Source: an optimization exercise on an open RTL-to-GDS flow (aim: small area, a short achievable clock period and few clock cycles). Production flows keep margins and buffers that such runs may drop. In this exercise RTL edits were held to simulation tests only and were not proved equivalent to the original. Power is estimated from default activity; no workload was simulated.

// qsc_encoder
module qsc_encoder (
    input  wire        clk,
    input  wire        rst,
    input  wire        cmd_valid,
    output wire        cmd_ready,
    input  wire [5:0]  cmd_width_m1,
    input  wire [5:0]  cmd_lines_m1,
    input  wire        cmd_hist_reset,
    input  wire        in_valid,
    output wire        in_ready,
    input  wire [7:0]  in_pix,
    output wire        out_valid,
    input  wire        out_ready,
    output wire [7:0]  out_data,
    output wire        done,
    output wire [14:0] nbytes
);
    integer i;
    reg adv;            
    reg in_rdy;
    reg cmd_rdy;
    reg        active;
    reg [5:0]  cur_w, cur_l;
    reg        cur_hr;
    reg [5:0]  j, ln;
    wire last_j  = (j == cur_w);
    wire last_l  = (ln == cur_l);
    wire cmd_acc = cmd_valid && cmd_rdy;
    wire take    = in_valid && in_rdy;
    wire blk_out = take && last_j && last_l;      
    assign cmd_ready = cmd_rdy;
    assign in_ready  = in_rdy;
    wire active_nx = cmd_acc || (active && !blk_out);
    always @(posedge clk) begin
        if (rst) begin
            active <= 1'b0;
            j      <= 6'd0;
            ln     <= 6'd0;
        end else begin
            active <= active_nx;
            if (cmd_acc) begin
                cur_w  <= cmd_width_m1;
                cur_l  <= cmd_lines_m1;
                cur_hr <= cmd_hist_reset;
            end
            if (take) begin
                j  <= last_j ? 6'd0 : j + 6'd1;
                if (last_j) ln <= last_l ? 6'd0 : ln + 6'd1;
            end
        end
    end
    reg        v0;
    reg [7:0]  x0;
    reg        f0_first, f0_last, f0_end, f0_hrf, f0_z;
    always @(posedge clk) begin
        if (rst)      v0 <= 1'b0;
        else if (adv) v0 <= take;
        if (adv) begin
            x0       <= in_pix;
            f0_first <= (j == 6'd0);
            f0_last  <= last_j;
            f0_end   <= last_j && last_l;
            f0_hrf   <= cur_hr && (j == 6'd0) && (ln == 6'd0);
            f0_z     <= cur_hr && (ln == 6'd0);
        end
    end
    reg [7:0]  lb [0:61];
    reg [7:0]  bn_reg, b_reg, last_pix;
    wire [5:0] wi  = ~cur_w;                    
  ...
Size in the first run: about 4300 cells after synthesis, about 1100 flip-flops, about 53 I/O pins, about 0.047 sq mm of cells after synthesis.
clock: 12.0 ns
lec_check: 0
abc_area: 1
cap_margin: 20
core_margin: 2
core_utilization: 40
cts_buf_list: sky130_fd_sc_hd__clkbuf_16
cts_cluster_diameter: 80
cts_cluster_size: 24
slew_margin: 20
standard.sh (not shown) runs the stock make flow with config.mk's settings and CLKGATE_MAP_FILE= SYNTH_SCRIPT=/design/flow/synth_recipe.tcl, a recipe that flattens the netlist after the stock synthesis.
==> flow/flow/run.sh <==
#!/bin/bash
# The standard layout, with two changes to how it is made:
#  - the port buffers are buf_4 cells instead of the resizer's default choice
#    (a slow delay buffer);
#  - repair_timing is asked for more setup slack than the period needs, so
#    that it sizes the paths for a shorter achieved period.
# The clock period and all constraints are the design's own.
bash standard.sh "BUFFER_PORTS_ARGS=-buffer_cell sky130_fd_sc_hd__buf_4" SETUP_SLACK_MARGIN=8.3 finish > standard.log 2>&1
Testbench counts at the start, summed over its fixed seeds: cycles 139,132.
Then changed:
--- a/flow/design.v
+++ b/flow/design.v
@@ -237,25 +237,30 @@
         if (adv && v0 && f0_hrf) sv <= 16'd0;
         else if (s_upd)          sv[ctx1] <= 1'b1;
         for (i = 0; i < 16; i = i + 1) begin
             if (s_upd && ctx1 == i) begin
                 sa[i] <= a_new;
                 sn[i] <= n_new;
             end
         end
     end
     reg [6:0] ge;
     integer kk;
+    reg [13:0] ahi;
+    reg        alo;
     always @(*)
-        for (kk = 0; kk < 7; kk = kk + 1)
-            ge[kk] = (({8'd0, n1} << kk) >= a1);
+        for (kk = 0; kk < 7; kk = kk + 1) begin
+            ahi    = a1 >> kk;
+            alo    = |(a1 & ~(14'h3fff << kk));
+            ge[kk] = !((ahi[13:6] != 8'd0) || (ahi[5:0] > n1) || (ahi[5:0] == n1 && alo));
+        end
     wire [7:0] koh = {~ge[6], ge[6:1] & ~ge[5:0], ge[0]};
     wire [2:0] k_cur = {|koh[7:4], |{koh[7:6], koh[3:2]}, |{koh[7], koh[5], koh[3], koh[1]}};
     reg  [4:0] qz_k  [0:7];
     reg  [5:0] len_k [0:7];
     reg  [7:0] esc_k;
     reg  [4:0] qsel;
     reg  [5:0] lsel;
     reg  [7:0] m_sh;
     reg  [7:0] mk;
     always @(*) begin
         qsel = 5'd0;
What happened: The changed run finished clean; worst setup slack gains 0.012 ns; critical path depth does not change; combinational power came out higher by about 5%; via count drops by about 2.3%; power climbs by 0.78%.
Testbench counts after the change, summed over its fixed seeds: cycles 139,132.

---

== main ==
qsc_encoder, a different RTL version from the one above (not shown whole).
Size: about 4100 cells after synthesis, about 1100 flip-flops, roughly 53 I/O pins, roughly 46000 µm² of cells after synthesis.
clock: 12.0 ns
lec_check: 0
abc_area: 1
cap_margin: 5
core_margin: 2
core_utilization: 75
cts_buf_list: sky130_fd_sc_hd__clkbuf_16
cts_cluster_diameter: 80
cts_cluster_size: 24
slew_margin: 5
tns_end_percent: 10
==> flow/flow/run.sh <==
#!/bin/bash
# The standard layout, with two changes to how it is made:
#  - the port buffers are buf_4 cells instead of the resizer's default choice
#    (a slow delay buffer);
#  - repair_timing is asked for more setup slack than the period needs, so
#    that it sizes the paths for a shorter achieved period.
# The clock period and all constraints are the design's own.
bash standard.sh "BUFFER_PORTS_ARGS=-buffer_cell sky130_fd_sc_hd__buf_4" SETUP_SLACK_MARGIN=8.7 finish > standard.log 2>&1
Testbench counts of main, summed over its fixed seeds: cycles 139,132.
Changes in the feature branch relative to main:
--- a/flow/design.v
+++ b/flow/design.v
@@ -77,45 +77,46 @@
             for (i = 1; i < 62; i = i + 1)
                 lb[i] <= ((i % 8) == 0 && wi[5:3] == (i / 8)) ? x0 : lb[i-1];
             bn_reg <= w2 ? x0 : tap;
             b_reg  <= w1 ? x0 : bn_reg;
         end
     end
     wire [7:0] bz  = f0_z ? 8'd0 : b_reg;
-    wire [7:0] bnz = f0_z ? 8'd0 : bn_reg;
-    wire [7:0] na = x0, nb = bnz, nc = bz;
+    wire [7:0] na = x0, nb = bn_reg, nc = b_reg;
     wire [8:0] d_bc = {1'b0, nb} - {1'b0, nc};
     wire [8:0] d_ac = {1'b0, na} - {1'b0, nc};
     wire [8:0] d_ab = {1'b0, na} - {1'b0, nb};
     wire       z_bc = (nb == nc);
     wire       z_ac = (na == nc);
     wire       gab  = !d_ab[8] && !(na == nb);       
     wire       cgea = d_ac[8] || z_ac;               
     wire       cgeb = d_bc[8] || z_bc;               
     wire       clea = !d_ac[8];                      
     wire       cleb = !d_bc[8];                      
     wire [7:0] p_ab = na + nb - nc;
     reg  [7:0] npred;
     always @(*) begin
-        if (cgea && cgeb)      npred = gab ? nb : na;    
+        if (f0_z)              npred = na;
+        else if (cgea && cgeb) npred = gab ? nb : na;    
         else if (clea && cleb) npred = gab ? na : nb;    
         else                   npred = p_ab;
     end
     function [1:0] qzd;
         input [8:0] d;
         input       z;
         begin
             if (z)                                                        qzd = 2'd0;
             else if (d[8:2] == 7'd0 || (d[8:2] == 7'h7f && d[1:0] != 2'd0)) qzd = 2'd1;
             else if (d[8:4] == 5'd0 || (d[8:4] == 5'h1f && d[3:0] != 4'd0)) qzd = 2'd2;
             else                                                          qzd = 2'd3;
         end
     endfunction
-    wire [3:0] nctx  = {qzd(d_bc, z_bc), qzd(d_ac, z_ac)};
-    wire       nflat = z_bc && z_ac;
+    wire [1:0] qz_a0 = (na == 8'd0) ? 2'd0 : (na <= 8'd3) ? 2'd1 : (na <= 8'd15) ? 2'd2 : 2'd3;
+    wire [3:0] nctx  = f0_z ? {2'd0, qz_a0} : {qzd(d_bc, z_bc), qzd(d_ac, z_ac)};
+    wire       nflat = f0_z ? (na == 8'd0) : (z_bc && z_ac);
     reg  [7:0] pred_n;
     reg  [3:0] ctx_n;
     reg        flat_n;
     always @(posedge clk) begin
         if (rst) begin
             ctx_n  <= 4'd0;
             flat_n <= 1'b1;
--- outcome ---
main has a lower global-route usage than the feature branch. Going from main to the feature branch, sequential share of layout area went down by 0.85 points, final-layout worst hold slack was more or less identical. The routed metal-1 wirelength in the feature branch sits 1.3% above the value recorded for main. The share of the yosys chip area belonging to registers number comes out higher for the feature branch vs main. NOTE: post-route cell area in the feature branch exceeds that of main. | number of ordinary and repair buffers in the finished layout | lower: main |. The feature branch reached the end of the flow, and the finished layout is clean on the timing, DRC and antenna checks. NOTE: post-synthesis instance area in the feature branch falls short of that of main. The feature branch — number of clock-tree buffers in the layout 1 higher, main as reference.
Testbench counts of the feature branch, summed over its fixed seeds: cycles 139,132.

re-timing with driven ports:
Ports are ideal in the flow. The routed layouts listed here were re-timed in OpenROAD. Step 1 sets driving cells, clkbuf_16 on the clock port and buf_2 on the other inputs (assumed; they add their load-dependent delay and slew). Step 2 adds t to the input delays and takes it off the output delays; t is the mean of the earliest and latest rising clock arrival at the registers after step 1. Input paths then give back, and output paths get back, about the clock's delay inside the block. Slacks: ideal / step 1 / step 2; pairs: ideal / step 1.
run	t (ns)	setup WS [ns]	pins driven straight from the clock port
the first run of note 1	0.770	8.360 / 8.286 / 7.813	1
the second run of note 1	0.734	8.372 / 8.303 / 7.756	1
main	0.710	8.487 / 8.418 / 8.087	1
the feature branch	0.732	8.485 / 8.419 / 8.038	1
After both steps setup and hold are still met in every run listed. The setup slack of the second run of note 1, which loses most, moves by -0.069 ns with the drivers and by -0.616 ns with both steps.
